This design comes from an exercise in tuning for small area, a short achievable clock period and few clock cycles per item on the open sky130 flow, not from production work.
The RTL was checked by simulation tests, not by an equivalence proof against the original design.

==> flow/design.v <==
module stripe_engine (
  input  wire        clk,
  input  wire        rst,
  input  wire        cmd_valid,
  output wire        cmd_ready,
  input  wire [1:0]  cmd_op,        
  input  wire [4:0]  cmd_dcount,    
  input  wire [21:0] cmd_miss,      
  input  wire        cmd_miss_p,    
  input  wire        cmd_miss_q,    
  input  wire        in_valid,
  output wire        in_ready,
  input  wire [63:0] in_data,
  output wire        res_valid,
  input  wire        res_ready,
  output reg  [2:0]  res_status,
  output reg  [4:0]  res_pos,
  output reg  [63:0] res_p,
  output reg  [63:0] res_q,
  output reg  [63:0] res_dx,
  output reg  [63:0] res_dy
);
  localparam OP_REC = 2'd1, OP_CHK = 2'd2;
  localparam ST_OK = 3'd0, ST_QBAD = 3'd1, ST_PBAD = 3'd2, ST_LOST = 3'd3, ST_DBAD = 3'd4;
  localparam S_IDLE = 3'd0, S_BEAT = 3'd1, S_CALC1 = 3'd2, S_CALC2 = 3'd3,
             S_CALC3 = 3'd4, S_RES = 3'd5;
  function automatic [7:0] gf_mul(input [7:0] a, input [7:0] b);
    reg [7:0] r, t;
    integer i;
    begin
      r = 8'h00;
      t = a;
      for (i = 0; i < 8; i = i + 1) begin
        if (b[i]) r = r ^ t;
        t = {t[6:0], 1'b0} ^ (t[7] ? 8'h1D : 8'h00);
      end
      gf_mul = r;
    end
  endfunction
  function automatic [7:0] gf_xtime(input [7:0] a);
    gf_xtime = {a[6:0], 1'b0} ^ (a[7] ? 8'h1D : 8'h00);
  endfunction
  function automatic [7:0] gf_exp(input [7:0] e);
    case (e)
      8'd0: gf_exp = 8'h01;
      8'd1: gf_exp = 8'h02;
      8'd2: gf_exp = 8'h04;
      8'd3: gf_exp = 8'h08;
      8'd4: gf_exp = 8'h10;
      8'd5: gf_exp = 8'h20;
      8'd6: gf_exp = 8'h40;
      8'd7: gf_exp = 8'h80;
      8'd8: gf_exp = 8'h1D;
      8'd9: gf_exp = 8'h3A;
      8'd10: gf_exp = 8'h74;
      8'd11: gf_exp = 8'hE8;
      8'd12: gf_exp = 8'hCD;
      8'd13: gf_exp = 8'h87;
      8'd14: gf_exp = 8'h13;
      8'd15: gf_exp = 8'h26;
      8'd16: gf_exp = 8'h4C;
      8'd17: gf_exp = 8'h98;
      8'd18: gf_exp = 8'h2D;
      8'd19: gf_exp = 8'h5A;
      8'd20: gf_exp = 8'hB4;
      8'd21: gf_exp = 8'h75;
      8'd22: gf_exp = 8'hEA;
      8'd23: gf_exp = 8'hC9;
      8'd24: gf_exp = 8'h8F;
      8'd25: gf_exp = 8'h03;
      8'd26: gf_exp = 8'h06;
      8'd27: gf_exp = 8'h0C;
      8'd28: gf_exp = 8'h18;
      8'd29: gf_exp = 8'h30;
      8'd30: gf_exp = 8'h60;
      8'd31: gf_exp = 8'hC0;
      8'd32: gf_exp = 8'h9D;
      8'd33: gf_exp = 8'h27;
      8'd34: gf_exp = 8'h4E;
      8'd35: gf_exp = 8'h9C;
      8'd36: gf_exp = 8'h25;
      8'd37: gf_exp = 8'h4A;
      8'd38: gf_exp = 8'h94;
      8'd39: gf_exp = 8'h35;
      8'd40: gf_exp = 8'h6A;
      8'd41: gf_exp = 8'hD4;
      8'd42: gf_exp = 8'hB5;
      8'd43: gf_exp = 8'h77;
      8'd44: gf_exp = 8'hEE;
      8'd45: gf_exp = 8'hC1;
      8'd46: gf_exp = 8'h9F;
      8'd47: gf_exp = 8'h23;
      8'd48: gf_exp = 8'h46;
      8'd49: gf_exp = 8'h8C;
      8'd50: gf_exp = 8'h05;
      8'd51: gf_exp = 8'h0A;
      8'd52: gf_exp = 8'h14;
      8'd53: gf_exp = 8'h28;
      8'd54: gf_exp = 8'h50;
      8'd55: gf_exp = 8'hA0;
      8'd56: gf_exp = 8'h5D;
      8'd57: gf_exp = 8'hBA;
      8'd58: gf_exp = 8'h69;
      8'd59: gf_exp = 8'hD2;
      8'd60: gf_exp = 8'hB9;
      8'd61: gf_exp = 8'h6F;
      8'd62: gf_exp = 8'hDE;
      8'd63: gf_exp = 8'hA1;
      8'd64: gf_exp = 8'h5F;
      8'd65: gf_exp = 8'hBE;
      8'd66: gf_exp = 8'h61;
      8'd67: gf_exp = 8'hC2;
      8'd68: gf_exp = 8'h99;
      8'd69: gf_exp = 8'h2F;
      8'd70: gf_exp = 8'h5E;
      8'd71: gf_exp = 8'hBC;
      8'd72: gf_exp = 8'h65;
      8'd73: gf_exp = 8'hCA;
      8'd74: gf_exp = 8'h89;
      8'd75: gf_exp = 8'h0F;
      8'd76: gf_exp = 8'h1E;
      8'd77: gf_exp = 8'h3C;
      8'd78: gf_exp = 8'h78;
      8'd79: gf_exp = 8'hF0;
      8'd80: gf_exp = 8'hFD;
      8'd81: gf_exp = 8'hE7;
      8'd82: gf_exp = 8'hD3;
      8'd83: gf_exp = 8'hBB;
      8'd84: gf_exp = 8'h6B;
      8'd85: gf_exp = 8'hD6;
      8'd86: gf_exp = 8'hB1;
      8'd87: gf_exp = 8'h7F;
      8'd88: gf_exp = 8'hFE;
      8'd89: gf_exp = 8'hE1;
      8'd90: gf_exp = 8'hDF;
      8'd91: gf_exp = 8'hA3;
      8'd92: gf_exp = 8'h5B;
      8'd93: gf_exp = 8'hB6;
      8'd94: gf_exp = 8'h71;
      8'd95: gf_exp = 8'hE2;
      8'd96: gf_exp = 8'hD9;
      8'd97: gf_exp = 8'hAF;
      8'd98: gf_exp = 8'h43;
      8'd99: gf_exp = 8'h86;
      8'd100: gf_exp = 8'h11;
      8'd101: gf_exp = 8'h22;
      8'd102: gf_exp = 8'h44;
      8'd103: gf_exp = 8'h88;
      8'd104: gf_exp = 8'h0D;
      8'd105: gf_exp = 8'h1A;
      8'd106: gf_exp = 8'h34;
      8'd107: gf_exp = 8'h68;
      8'd108: gf_exp = 8'hD0;
      8'd109: gf_exp = 8'hBD;
      8'd110: gf_exp = 8'h67;
      8'd111: gf_exp = 8'hCE;
      8'd112: gf_exp = 8'h81;
      8'd113: gf_exp = 8'h1F;
      8'd114: gf_exp = 8'h3E;
      8'd115: gf_exp = 8'h7C;
      8'd116: gf_exp = 8'hF8;
      8'd117: gf_exp = 8'hED;
      8'd118: gf_exp = 8'hC7;
      8'd119: gf_exp = 8'h93;
      8'd120: gf_exp = 8'h3B;
      8'd121: gf_exp = 8'h76;
      8'd122: gf_exp = 8'hEC;
      8'd123: gf_exp = 8'hC5;
      8'd124: gf_exp = 8'h97;
      8'd125: gf_exp = 8'h33;
      8'd126: gf_exp = 8'h66;
      8'd127: gf_exp = 8'hCC;
      8'd128: gf_exp = 8'h85;
      8'd129: gf_exp = 8'h17;
      8'd130: gf_exp = 8'h2E;
      8'd131: gf_exp = 8'h5C;
      8'd132: gf_exp = 8'hB8;
      8'd133: gf_exp = 8'h6D;
      8'd134: gf_exp = 8'hDA;
      8'd135: gf_exp = 8'hA9;
      8'd136: gf_exp = 8'h4F;
      8'd137: gf_exp = 8'h9E;
      8'd138: gf_exp = 8'h21;
      8'd139: gf_exp = 8'h42;
      8'd140: gf_exp = 8'h84;
      8'd141: gf_exp = 8'h15;
      8'd142: gf_exp = 8'h2A;
      8'd143: gf_exp = 8'h54;
      8'd144: gf_exp = 8'hA8;
      8'd145: gf_exp = 8'h4D;
      8'd146: gf_exp = 8'h9A;
      8'd147: gf_exp = 8'h29;
      8'd148: gf_exp = 8'h52;
      8'd149: gf_exp = 8'hA4;
      8'd150: gf_exp = 8'h55;
      8'd151: gf_exp = 8'hAA;
      8'd152: gf_exp = 8'h49;
      8'd153: gf_exp = 8'h92;
      8'd154: gf_exp = 8'h39;
      8'd155: gf_exp = 8'h72;
      8'd156: gf_exp = 8'hE4;
      8'd157: gf_exp = 8'hD5;
      8'd158: gf_exp = 8'hB7;
      8'd159: gf_exp = 8'h73;
      8'd160: gf_exp = 8'hE6;
      8'd161: gf_exp = 8'hD1;
      8'd162: gf_exp = 8'hBF;
      8'd163: gf_exp = 8'h63;
      8'd164: gf_exp = 8'hC6;
      8'd165: gf_exp = 8'h91;
      8'd166: gf_exp = 8'h3F;
      8'd167: gf_exp = 8'h7E;
      8'd168: gf_exp = 8'hFC;
      8'd169: gf_exp = 8'hE5;
      8'd170: gf_exp = 8'hD7;
      8'd171: gf_exp = 8'hB3;
      8'd172: gf_exp = 8'h7B;
      8'd173: gf_exp = 8'hF6;
      8'd174: gf_exp = 8'hF1;
      8'd175: gf_exp = 8'hFF;
      8'd176: gf_exp = 8'hE3;
      8'd177: gf_exp = 8'hDB;
      8'd178: gf_exp = 8'hAB;
      8'd179: gf_exp = 8'h4B;
      8'd180: gf_exp = 8'h96;
      8'd181: gf_exp = 8'h31;
      8'd182: gf_exp = 8'h62;
      8'd183: gf_exp = 8'hC4;
      8'd184: gf_exp = 8'h95;
      8'd185: gf_exp = 8'h37;
      8'd186: gf_exp = 8'h6E;
      8'd187: gf_exp = 8'hDC;
      8'd188: gf_exp = 8'hA5;
      8'd189: gf_exp = 8'h57;
      8'd190: gf_exp = 8'hAE;
      8'd191: gf_exp = 8'h41;
      8'd192: gf_exp = 8'h82;
      8'd193: gf_exp = 8'h19;
      8'd194: gf_exp = 8'h32;
      8'd195: gf_exp = 8'h64;
      8'd196: gf_exp = 8'hC8;
      8'd197: gf_exp = 8'h8D;
      8'd198: gf_exp = 8'h07;
      8'd199: gf_exp = 8'h0E;
      8'd200: gf_exp = 8'h1C;
      8'd201: gf_exp = 8'h38;
      8'd202: gf_exp = 8'h70;
      8'd203: gf_exp = 8'hE0;
      8'd204: gf_exp = 8'hDD;
      8'd205: gf_exp = 8'hA7;
      8'd206: gf_exp = 8'h53;
      8'd207: gf_exp = 8'hA6;
      8'd208: gf_exp = 8'h51;
      8'd209: gf_exp = 8'hA2;
      8'd210: gf_exp = 8'h59;
      8'd211: gf_exp = 8'hB2;
      8'd212: gf_exp = 8'h79;
      8'd213: gf_exp = 8'hF2;
      8'd214: gf_exp = 8'hF9;
      8'd215: gf_exp = 8'hEF;
      8'd216: gf_exp = 8'hC3;
      8'd217: gf_exp = 8'h9B;
      8'd218: gf_exp = 8'h2B;
      8'd219: gf_exp = 8'h56;
      8'd220: gf_exp = 8'hAC;
      8'd221: gf_exp = 8'h45;
      8'd222: gf_exp = 8'h8A;
      8'd223: gf_exp = 8'h09;
      8'd224: gf_exp = 8'h12;
      8'd225: gf_exp = 8'h24;
      8'd226: gf_exp = 8'h48;
      8'd227: gf_exp = 8'h90;
      8'd228: gf_exp = 8'h3D;
      8'd229: gf_exp = 8'h7A;
      8'd230: gf_exp = 8'hF4;
      8'd231: gf_exp = 8'hF5;
      8'd232: gf_exp = 8'hF7;
      8'd233: gf_exp = 8'hF3;
      8'd234: gf_exp = 8'hFB;
      8'd235: gf_exp = 8'hEB;
      8'd236: gf_exp = 8'hCB;
      8'd237: gf_exp = 8'h8B;
      8'd238: gf_exp = 8'h0B;
      8'd239: gf_exp = 8'h16;
      8'd240: gf_exp = 8'h2C;
      8'd241: gf_exp = 8'h58;
      8'd242: gf_exp = 8'hB0;
      8'd243: gf_exp = 8'h7D;
      8'd244: gf_exp = 8'hFA;
      8'd245: gf_exp = 8'hE9;
      8'd246: gf_exp = 8'hCF;
      8'd247: gf_exp = 8'h83;
      8'd248: gf_exp = 8'h1B;
      8'd249: gf_exp = 8'h36;
      8'd250: gf_exp = 8'h6C;
      8'd251: gf_exp = 8'hD8;
      8'd252: gf_exp = 8'hAD;
      8'd253: gf_exp = 8'h47;
      8'd254: gf_exp = 8'h8E;
      default: gf_exp = 8'h01;
    endcase
  endfunction
  function automatic [7:0] gf_log(input [7:0] a);
    case (a)
      8'h01: gf_log = 8'd0;
      8'h02: gf_log = 8'd1;
      8'h03: gf_log = 8'd25;
      8'h04: gf_log = 8'd2;
      8'h05: gf_log = 8'd50;
      8'h06: gf_log = 8'd26;
      8'h07: gf_log = 8'd198;
      8'h08: gf_log = 8'd3;
      8'h09: gf_log = 8'd223;
      8'h0A: gf_log = 8'd51;
      8'h0B: gf_log = 8'd238;
      8'h0C: gf_log = 8'd27;
      8'h0D: gf_log = 8'd104;
      8'h0E: gf_log = 8'd199;
      8'h0F: gf_log = 8'd75;
      8'h10: gf_log = 8'd4;
      8'h11: gf_log = 8'd100;
      8'h12: gf_log = 8'd224;
      8'h13: gf_log = 8'd14;
      8'h14: gf_log = 8'd52;
      8'h15: gf_log = 8'd141;
      8'h16: gf_log = 8'd239;
      8'h17: gf_log = 8'd129;
      8'h18: gf_log = 8'd28;
      8'h19: gf_log = 8'd193;
      8'h1A: gf_log = 8'd105;
      8'h1B: gf_log = 8'd248;
      8'h1C: gf_log = 8'd200;
      8'h1D: gf_log = 8'd8;
      8'h1E: gf_log = 8'd76;
      8'h1F: gf_log = 8'd113;
      8'h20: gf_log = 8'd5;
      8'h21: gf_log = 8'd138;
      8'h22: gf_log = 8'd101;
      8'h23: gf_log = 8'd47;
      8'h24: gf_log = 8'd225;
      8'h25: gf_log = 8'd36;
      8'h26: gf_log = 8'd15;
      8'h27: gf_log = 8'd33;
      8'h28: gf_log = 8'd53;
      8'h29: gf_log = 8'd147;
      8'h2A: gf_log = 8'd142;
      8'h2B: gf_log = 8'd218;
      8'h2C: gf_log = 8'd240;
      8'h2D: gf_log = 8'd18;
      8'h2E: gf_log = 8'd130;
      8'h2F: gf_log = 8'd69;
      8'h30: gf_log = 8'd29;
      8'h31: gf_log = 8'd181;
      8'h32: gf_log = 8'd194;
      8'h33: gf_log = 8'd125;
      8'h34: gf_log = 8'd106;
      8'h35: gf_log = 8'd39;
      8'h36: gf_log = 8'd249;
      8'h37: gf_log = 8'd185;
      8'h38: gf_log = 8'd201;
      8'h39: gf_log = 8'd154;
      8'h3A: gf_log = 8'd9;
      8'h3B: gf_log = 8'd120;
      8'h3C: gf_log = 8'd77;
      8'h3D: gf_log = 8'd228;
      8'h3E: gf_log = 8'd114;
      8'h3F: gf_log = 8'd166;
      8'h40: gf_log = 8'd6;
      8'h41: gf_log = 8'd191;
      8'h42: gf_log = 8'd139;
      8'h43: gf_log = 8'd98;
      8'h44: gf_log = 8'd102;
      8'h45: gf_log = 8'd221;
      8'h46: gf_log = 8'd48;
      8'h47: gf_log = 8'd253;
      8'h48: gf_log = 8'd226;
      8'h49: gf_log = 8'd152;
      8'h4A: gf_log = 8'd37;
      8'h4B: gf_log = 8'd179;
      8'h4C: gf_log = 8'd16;
      8'h4D: gf_log = 8'd145;
      8'h4E: gf_log = 8'd34;
      8'h4F: gf_log = 8'd136;
      8'h50: gf_log = 8'd54;
      8'h51: gf_log = 8'd208;
      8'h52: gf_log = 8'd148;
      8'h53: gf_log = 8'd206;
      8'h54: gf_log = 8'd143;
      8'h55: gf_log = 8'd150;
      8'h56: gf_log = 8'd219;
      8'h57: gf_log = 8'd189;
      8'h58: gf_log = 8'd241;
      8'h59: gf_log = 8'd210;
      8'h5A: gf_log = 8'd19;
      8'h5B: gf_log = 8'd92;
      8'h5C: gf_log = 8'd131;
      8'h5D: gf_log = 8'd56;
      8'h5E: gf_log = 8'd70;
      8'h5F: gf_log = 8'd64;
      8'h60: gf_log = 8'd30;
      8'h61: gf_log = 8'd66;
      8'h62: gf_log = 8'd182;
      8'h63: gf_log = 8'd163;
      8'h64: gf_log = 8'd195;
      8'h65: gf_log = 8'd72;
      8'h66: gf_log = 8'd126;
      8'h67: gf_log = 8'd110;
      8'h68: gf_log = 8'd107;
      8'h69: gf_log = 8'd58;
      8'h6A: gf_log = 8'd40;
      8'h6B: gf_log = 8'd84;
      8'h6C: gf_log = 8'd250;
      8'h6D: gf_log = 8'd133;
      8'h6E: gf_log = 8'd186;
      8'h6F: gf_log = 8'd61;
      8'h70: gf_log = 8'd202;
      8'h71: gf_log = 8'd94;
      8'h72: gf_log = 8'd155;
      8'h73: gf_log = 8'd159;
      8'h74: gf_log = 8'd10;
      8'h75: gf_log = 8'd21;
      8'h76: gf_log = 8'd121;
      8'h77: gf_log = 8'd43;
      8'h78: gf_log = 8'd78;
      8'h79: gf_log = 8'd212;
      8'h7A: gf_log = 8'd229;
      8'h7B: gf_log = 8'd172;
      8'h7C: gf_log = 8'd115;
      8'h7D: gf_log = 8'd243;
      8'h7E: gf_log = 8'd167;
      8'h7F: gf_log = 8'd87;
      8'h80: gf_log = 8'd7;
      8'h81: gf_log = 8'd112;
      8'h82: gf_log = 8'd192;
      8'h83: gf_log = 8'd247;
      8'h84: gf_log = 8'd140;
      8'h85: gf_log = 8'd128;
      8'h86: gf_log = 8'd99;
      8'h87: gf_log = 8'd13;
      8'h88: gf_log = 8'd103;
      8'h89: gf_log = 8'd74;
      8'h8A: gf_log = 8'd222;
      8'h8B: gf_log = 8'd237;
      8'h8C: gf_log = 8'd49;
      8'h8D: gf_log = 8'd197;
      8'h8E: gf_log = 8'd254;
      8'h8F: gf_log = 8'd24;
      8'h90: gf_log = 8'd227;
      8'h91: gf_log = 8'd165;
      8'h92: gf_log = 8'd153;
      8'h93: gf_log = 8'd119;
      8'h94: gf_log = 8'd38;
      8'h95: gf_log = 8'd184;
      8'h96: gf_log = 8'd180;
      8'h97: gf_log = 8'd124;
      8'h98: gf_log = 8'd17;
      8'h99: gf_log = 8'd68;
      8'h9A: gf_log = 8'd146;
      8'h9B: gf_log = 8'd217;
      8'h9C: gf_log = 8'd35;
      8'h9D: gf_log = 8'd32;
      8'h9E: gf_log = 8'd137;
      8'h9F: gf_log = 8'd46;
      8'hA0: gf_log = 8'd55;
      8'hA1: gf_log = 8'd63;
      8'hA2: gf_log = 8'd209;
      8'hA3: gf_log = 8'd91;
      8'hA4: gf_log = 8'd149;
      8'hA5: gf_log = 8'd188;
      8'hA6: gf_log = 8'd207;
      8'hA7: gf_log = 8'd205;
      8'hA8: gf_log = 8'd144;
      8'hA9: gf_log = 8'd135;
      8'hAA: gf_log = 8'd151;
      8'hAB: gf_log = 8'd178;
      8'hAC: gf_log = 8'd220;
      8'hAD: gf_log = 8'd252;
      8'hAE: gf_log = 8'd190;
      8'hAF: gf_log = 8'd97;
      8'hB0: gf_log = 8'd242;
      8'hB1: gf_log = 8'd86;
      8'hB2: gf_log = 8'd211;
      8'hB3: gf_log = 8'd171;
      8'hB4: gf_log = 8'd20;
      8'hB5: gf_log = 8'd42;
      8'hB6: gf_log = 8'd93;
      8'hB7: gf_log = 8'd158;
      8'hB8: gf_log = 8'd132;
      8'hB9: gf_log = 8'd60;
      8'hBA: gf_log = 8'd57;
      8'hBB: gf_log = 8'd83;
      8'hBC: gf_log = 8'd71;
      8'hBD: gf_log = 8'd109;
      8'hBE: gf_log = 8'd65;
      8'hBF: gf_log = 8'd162;
      8'hC0: gf_log = 8'd31;
      8'hC1: gf_log = 8'd45;
      8'hC2: gf_log = 8'd67;
      8'hC3: gf_log = 8'd216;
      8'hC4: gf_log = 8'd183;
      8'hC5: gf_log = 8'd123;
      8'hC6: gf_log = 8'd164;
      8'hC7: gf_log = 8'd118;
      8'hC8: gf_log = 8'd196;
      8'hC9: gf_log = 8'd23;
      8'hCA: gf_log = 8'd73;
      8'hCB: gf_log = 8'd236;
      8'hCC: gf_log = 8'd127;
      8'hCD: gf_log = 8'd12;
      8'hCE: gf_log = 8'd111;
      8'hCF: gf_log = 8'd246;
      8'hD0: gf_log = 8'd108;
      8'hD1: gf_log = 8'd161;
      8'hD2: gf_log = 8'd59;
      8'hD3: gf_log = 8'd82;
      8'hD4: gf_log = 8'd41;
      8'hD5: gf_log = 8'd157;
      8'hD6: gf_log = 8'd85;
      8'hD7: gf_log = 8'd170;
      8'hD8: gf_log = 8'd251;
      8'hD9: gf_log = 8'd96;
      8'hDA: gf_log = 8'd134;
      8'hDB: gf_log = 8'd177;
      8'hDC: gf_log = 8'd187;
      8'hDD: gf_log = 8'd204;
      8'hDE: gf_log = 8'd62;
      8'hDF: gf_log = 8'd90;
      8'hE0: gf_log = 8'd203;
      8'hE1: gf_log = 8'd89;
      8'hE2: gf_log = 8'd95;
      8'hE3: gf_log = 8'd176;
      8'hE4: gf_log = 8'd156;
      8'hE5: gf_log = 8'd169;
      8'hE6: gf_log = 8'd160;
      8'hE7: gf_log = 8'd81;
      8'hE8: gf_log = 8'd11;
      8'hE9: gf_log = 8'd245;
      8'hEA: gf_log = 8'd22;
      8'hEB: gf_log = 8'd235;
      8'hEC: gf_log = 8'd122;
      8'hED: gf_log = 8'd117;
      8'hEE: gf_log = 8'd44;
      8'hEF: gf_log = 8'd215;
      8'hF0: gf_log = 8'd79;
      8'hF1: gf_log = 8'd174;
      8'hF2: gf_log = 8'd213;
      8'hF3: gf_log = 8'd233;
      8'hF4: gf_log = 8'd230;
      8'hF5: gf_log = 8'd231;
      8'hF6: gf_log = 8'd173;
      8'hF7: gf_log = 8'd232;
      8'hF8: gf_log = 8'd116;
      8'hF9: gf_log = 8'd214;
      8'hFA: gf_log = 8'd244;
      8'hFB: gf_log = 8'd234;
      8'hFC: gf_log = 8'd168;
      8'hFD: gf_log = 8'd80;
      8'hFE: gf_log = 8'd88;
      8'hFF: gf_log = 8'd175;
      default: gf_log = 8'd0;
    endcase
  endfunction
  reg [2:0]  state;
  reg [1:0]  op_r;
  reg [4:0]  dcnt_r;
  reg [21:0] miss_r;
  reg        mp_r, mq_r;
  reg [4:0]  beat_r;
  reg [7:0]  coef_r;      
  reg [63:0] pacc, qacc;  
  reg [63:0] pin, qin;    
  reg [1:0]  nd_r;        
  reg        lost_r;
  reg [7:0]  c1_r, c2_r, gx_r;
  reg [63:0] dx_r;
  reg [2:0]  chk_status_r;
  reg [4:0]  chk_pos_r;
  assign cmd_ready = (state == S_IDLE);
  assign in_ready  = (state == S_BEAT);
  assign res_valid = (state == S_RES);
  wire [63:0] sp = pin ^ pacc;
  wire [63:0] sq = qin ^ qacc;
  reg [63:0] scaled;
  integer l;
  always @(*) begin
    for (l = 0; l < 8; l = l + 1)
      scaled[8*l +: 8] = gf_mul(coef_r, in_data[8*l +: 8]);
  end
  wire beat_is_data = (beat_r < dcnt_r);
  wire beat_present = !miss_r[beat_r];
  reg [4:0] fx, fy;
  reg [1:0] fnd;
  integer k;
  always @(*) begin
    fx  = 5'd0;
    fy  = 5'd0;
    fnd = 2'd0;
    for (k = 0; k < 22; k = k + 1) begin
      if (miss_r[k]) begin
        if (fnd == 2'd0) fx = k[4:0];
        else if (fnd == 2'd1) fy = k[4:0];
        if (fnd != 2'd3) fnd = fnd + 2'd1;
      end
    end
  end
  wire [2:0] nlost = {1'b0, fnd} + {2'b00, mp_r} + {2'b00, mq_r};
  wire [7:0] g_negx = gf_exp(8'd255 - {3'b000, fx});
  wire [7:0] g_x    = gf_exp({3'b000, fx});
  wire [7:0] g_yx   = gf_exp({3'b000, fy} - {3'b000, fx});
  wire [7:0] den    = g_yx ^ 8'h01;
  wire [7:0] den_lg = gf_log(den);
  wire [7:0] den_inv = gf_exp(8'd255 - den_lg);
  wire [7:0] const_a = gf_mul(g_yx, den_inv);
  wire [7:0] const_b = gf_mul(g_negx, den_inv);
  reg [63:0] dx_new;
  always @(*) begin
    for (l = 0; l < 8; l = l + 1)
      dx_new[8*l +: 8] = gf_mul(c1_r, sp[8*l +: 8]) ^ gf_mul(c2_r, sq[8*l +: 8]);
  end
  reg [7:0] lx [0:7];
  reg       chk_bad;
  reg       chk_found;
  reg [7:0] chk_x;
  reg [7:0] lp, lq;
  reg [2:0] chk_status;
  always @(*) begin
    chk_bad   = 1'b0;
    chk_found = 1'b0;
    chk_x     = 8'd0;
    for (l = 0; l < 8; l = l + 1) begin
      lp = gf_log(sp[8*l +: 8]);
      lq = gf_log(sq[8*l +: 8]);
      lx[l] = (lq >= lp) ? (lq - lp) : (lq - lp + 8'd255);
      if ((sp[8*l +: 8] == 8'h00) != (sq[8*l +: 8] == 8'h00))
        chk_bad = 1'b1;
      if (sp[8*l +: 8] != 8'h00) begin
        if (!chk_found) begin
          chk_found = 1'b1;
          chk_x     = lx[l];
        end else if (lx[l] != chk_x) begin
          chk_bad = 1'b1;
        end
      end
    end
    if (sp == 64'd0 && sq == 64'd0)
      chk_status = ST_OK;
    else if (sp == 64'd0)
      chk_status = ST_QBAD;
    else if (sq == 64'd0)
      chk_status = ST_PBAD;
    else if (!chk_bad && chk_x < {3'b000, dcnt_r})
      chk_status = ST_DBAD;
    else
      chk_status = ST_LOST;
  end
  reg [63:0] qfix;
  always @(*) begin
    for (l = 0; l < 8; l = l + 1)
      qfix[8*l +: 8] = gf_mul(gx_r, dx_r[8*l +: 8]);
  end
  always @(posedge clk) begin
    if (rst) begin
      state <= S_IDLE;
    end else begin
      case (state)
        S_IDLE: begin
          if (cmd_valid) begin
            op_r   <= cmd_op;
            dcnt_r <= cmd_dcount;
            for (k = 0; k < 22; k = k + 1)
              miss_r[k] <= (cmd_op == OP_REC) && cmd_miss[k] && (k < cmd_dcount);
            mp_r   <= (cmd_op == OP_REC) && cmd_miss_p;
            mq_r   <= (cmd_op == OP_REC) && cmd_miss_q;
            beat_r <= 5'd0;
            coef_r <= 8'h01;
            pacc   <= 64'd0;
            qacc   <= 64'd0;
            state  <= S_BEAT;
          end
        end
        S_BEAT: begin
          if (in_valid) begin
            beat_r <= beat_r + 5'd1;
            if (beat_is_data) begin
              coef_r <= gf_xtime(coef_r);
              if (beat_present) begin
                pacc <= pacc ^ in_data;
                qacc <= qacc ^ scaled;
              end
            end else if (beat_r == dcnt_r) begin
              pin <= in_data;
            end else begin
              qin   <= in_data;
              state <= S_CALC1;
            end
          end
        end
        S_CALC1: begin
          nd_r   <= fnd;
          lost_r <= (nlost > 3'd2);
          gx_r   <= g_x;
          if (fnd == 2'd2) begin
            c1_r <= const_a;
            c2_r <= const_b;
          end else if (mp_r) begin
            c1_r <= 8'h00;
            c2_r <= g_negx;
          end else begin
            c1_r <= 8'h01;
            c2_r <= 8'h00;
          end
          state <= S_CALC2;
        end
        S_CALC2: begin
          dx_r         <= dx_new;
          chk_status_r <= chk_status;
          chk_pos_r    <= (chk_status == ST_DBAD) ? chk_x[4:0] : 5'd0;
          state        <= S_CALC3;
        end
        S_CALC3: begin
          res_status <= ST_OK;
          res_pos    <= 5'd0;
          res_dx     <= 64'd0;
          res_dy     <= 64'd0;
          case (op_r)
            OP_REC: begin
              if (lost_r) begin
                res_status <= ST_LOST;
                res_p      <= 64'd0;
                res_q      <= 64'd0;
              end else if (nd_r == 2'd0) begin
                res_p <= mp_r ? pacc : pin;
                res_q <= mq_r ? qacc : qin;
              end else if (nd_r == 2'd1) begin
                res_dx <= dx_r;
                res_p  <= mp_r ? (pacc ^ dx_r) : pin;
                res_q  <= mq_r ? (qacc ^ qfix) : qin;
              end else begin
                res_dx <= dx_r;
                res_dy <= sp ^ dx_r;
                res_p  <= pin;
                res_q  <= qin;
              end
            end
            OP_CHK: begin
              res_status <= chk_status_r;
              res_pos    <= chk_pos_r;
              res_p      <= sp;
              res_q      <= sq;
            end
            default: begin
              res_p <= pacc;
              res_q <= qacc;
            end
          endcase
          state <= S_RES;
        end
        S_RES: begin
          if (res_ready)
            state <= S_IDLE;
        end
        default: state <= S_IDLE;
      endcase
    end
  end
endmodule
==> flow/run.sh <==
#!/bin/bash
# synth_recipe.tcl (not shown) runs the flow's synth.tcl, then flattens the netlist and writes it again
# the make line also repeats each setting of config.mk as NAME=value (left out here)
make -C /OpenROAD-flow-scripts/flow DESIGN_CONFIG=/design/flow/config.mk WORK_HOME=/design/flow/orfs CLKGATE_MAP_FILE= SYNTH_SCRIPT=/design/flow/synth_recipe.tcl finish
==> flow/config.mk <==
export PLATFORM = sky130hd
export DESIGN_NAME = stripe_engine
export DESIGN_NICKNAME = stripe_engine
export VERILOG_FILES = /design/flow/design.v
export SDC_FILE = /design/flow/constraint.sdc
export NUM_CORES = 4
export LEC_CHECK = 0
export CAP_MARGIN = 20
export CORE_MARGIN = 2
export CORE_UTILIZATION = 25
export PLACE_DENSITY = 0.35
export SETUP_SLACK_MARGIN = 0.5
export SLEW_MARGIN = 20
==> flow/constraint.sdc <==
create_clock -name core_clock -period 15.0 [get_ports {clk}]
set_input_delay 3.0000 -clock core_clock [delete_from_list [all_inputs] [get_ports {clk}]]
set_output_delay 3.0000 -clock core_clock [all_outputs]
set_load 0.01 [all_outputs]
==> summary.txt <==
synth_stat cells (all sizes together), types with 94 or more instances:
master / count
a32oi: 165
nor3: 621
a211oi: 366
ha: 507
nand2b: 107
and2: 124
o22ai: 237
inv: 417
o211ai: 371
edfxtp: 663
o311ai: 342
o21ai: 1513
a21oi: 1343
xnor2: 2143
nor2: 2024
clkbuf: 1374
nand3: 535
a221oi: 131
o221ai: 112
a31oi: 282
a311oi: 254
buf: 442
xor2: 502
mux2i: 117
a22oi: 94
nand2: 2991
logic make-up (layout without fill, tap and decap cells):
family | count (synthesis) | in the layout | share of synthesized area [%]
other | 0 | 10 | 0
flip-flops | 666 | 666 | 15.6
AND/OR/NAND/NOR | 6823 | 6823 | 22.7
buffers and inverters | 2253 | 1886 | 6.90
AO/OA/AOI/OAI | 5782 | 5783 | 29.5
adder cells (fa/ha/maj) | 519 | 519 | 5.12
multiplexers | 199 | 199 | 1.94
XOR/XNOR | 2658 | 2658 | 18.4
metal layers:
layer | global-route usage, % | vias to the layer above | share of wire (%)
met4 | 16.2 | 14 | 6.3
li1 | - | 66900 | -
met2 | 49.5 | 8354 | 44
met3 | 4.79 | 1662 | 7.8
met5 | 0 | - | 0.011
met1 | 41.0 | 75300 | 42
metrics by stage:
step | std cells | hold slack (ns)
global placement | 25100 | 0.528
finish | 25300 | 0.524
detailed placement | 25100 | 0.523
floorplan | 18900 | 0.503
CTS | 25300 | 0.533
global route | 25300 | 0.557
final cells by class:
| cell class | count | share of cell area (%) |
|---|---|---|
| antenna | 10 | 0.0170 |
| clock buffer | 110 | 1.58 |
| clock inverter | 54 | 0.456 |
| inverter | 437 | 1.12 |
| multi-input combinational | 16000 | 70.1 |
| sequential | 666 | 13.6 |
| tap | 6732 | 5.74 |
| timing repair buffer | 1285 | 7.42 |
flip-flops by register name, summed over array words and instances (netlist names), 5 cells and up:
signal / flops
beat_r: 5
c1_r: 8
c2_r: 8
chk_pos_r: 5
coef_r: 8
dcnt_r: 5
dx_r: 64
gx_r: 8
miss_r: 22
pacc: 64
pin: 64
qacc: 64
qin: 64
res_dx: 64
res_dy: 64
res_p: 64
res_pos: 5
res_q: 64
final timing paths:
kind,from,end,slack [ns],cells past startpoint
worst max-delay path,miss_r[0],c2_r[5],1.19,53
worst min register to register,chk_pos_r[1],res_pos[1],0.52,1
worst min-delay path,chk_pos_r[1],res_pos[1],0.52,1
worst max register to register,miss_r[0],c2_r[5],1.19,53
worst max-delay path, delay by kind of cell, from the launching register on:
| kind | cells | cell delay, ns |
|---|---|---|
| fa+ha+maj | 4 | 1.69 |
| simple gates | 14 | 3.73 |
| flops | 1 | 0.41 |
| buf+inv | 10 | 1.95 |
| compound gates | 19 | 4.20 |
| xor+xnor | 6 | 1.53 |
timing repair:
item / CTS / global route
pin swaps: 0 / 4
hold buffers: 0 / 0
setup buffers: 0 / 6
cloned: 0 / 1
endpoints found under the setup margin: 2 / 16
resized for setup: 1 / 35
==> reports/summary.txt <==
status - finished clean
commonest cells after routing, fill and taps aside - nand2_1, xnor2_1, nor2_1
CP Launch Type - flip-flop
Via Count - 152k
register area share after synthesis - 15.6%
pre-CTS WS - 0.455 ns
clock sink count - 666
multi-input logic area - 0.103 mm2
Worst Path Required - 15.54 ns
Setup WS post-layout - 1.19 ns
TritonCTS clock tree - done
clock buffer count from CTS - 89
Die W - 720 um
Post-DRT Antenna Nets - 0
Post-synth EDFFs - 663
Synth top area share - 15.5%
worst slew pin tran - 1.35 ns
Final Cell Area - 0.147 mm2
top_reg_cell synth - edfxtp_1
syn avg cell area - 6.78 um2
Setup TNS - 0 ns
commonest non-fill, non-tap cell in the layout - nand2_1
Setup violations, final - 0
storage element area - 0.0200 mm2
GRT Overall Usage - 31.2%
gr ovfl total - 0
crit path kind - flip-flop to flip-flop
Core Box Area - 0.510 mm2
Syn. warnings - 2
RD Place Congestion - 0.999
clk buf depth - 3
unrepaired setup endpoints after global routing - no
first-pass GRT wire length - 1180000 um
Syn Std Cell Area - 0.128 mm2
Iter 0 DRT Violations - 19.9k
Worst path slowest cell - ha_1
Worst path max stage delay - 0.76 ns
chip height - 720 um
cells after synthesis - 18.9k
Max-cap violations - 0
Peak Freq - 72.4 MHz
vias in the first global route - 144k
synth top area cells - edfxtp_1, xnor2_1, nand2_1
dpl cell area - 0.144 mm2
antenna violations before repair - 42
final WL - 854000 um
share of layout cells above drive strength 1 - 8.52%
maximum fanout along the worst path - 18
final worst path period share - 92.1%
Worst EP arrival - 14.35 ns
Mapped Nets - 19.5k
num ports - 367
starting density of the core - 25.1%
Yosys reg bits - 666
dpl hpwl - 607000 um
DRC - 0
Worst-path clk slew - 0.09 ns
Syn-to-layout area delta - 14.6%
cell mode on critical path - buf_4
Rows - 262
fin. max-slew vios - 0
minimum clock period - 13.81 ns
vias per inst - 6.02
port buffer count - 366
Synth area leader - edfxtp_1
Pre-antenna DRT Iters - 8
Fin. Hold Viols - 0
Worst setup EP type - flip-flop
largest net degree at the start of global routing - 109
Slew headroom - 9.76%
ys async rst share - 0%
drt wl/cell - 33.8 um
Root Buffer - clkbuf_16
Layout Nets - 19.1k
fin util - 28.8%
Worst-Skew Late Latency - 0.82 ns
die area - 0.518 mm2
Worst Clk Skew - 0.0801 ns
Netlist cell types - 132
CTS H-Tree Depth - 3
fillers - 56.1k
worst hold path class - flip-flop to flip-flop
Testbench counts, summed over its fixed seeds: cycles 44,533, items 1,920.

## what the ideal ports hide
No port has a modelled driver above. Below, the same layout with a new extraction and two added sets of constraints. Step 1 sets driving cells, clkbuf_16 on the clock port and buf_2 on the other inputs (assumed; they add their load-dependent delay and slew). Step 2 moves the port delays by t, midway between the first and last clock arrival at a register: inputs arrive t later, outputs are due t later. That takes back most of the time a late clock gives input paths. Three values: ideal ports, drivers, drivers and shift; two values: the first two.
shift t [ns]: 0.881
setup WS [ns]: 1.191 / 1.191 / 1.191
latest minus earliest clock arrival (ns): 0.084 / 0.085
worst data-port slew with drivers (ns): 0.08
pins driven straight from the clock port: 1
After both steps setup and hold are still met in this run. For this run, drivers alone change the setup slack by 0.000 ns; drivers and shift together by 0.000 ns.
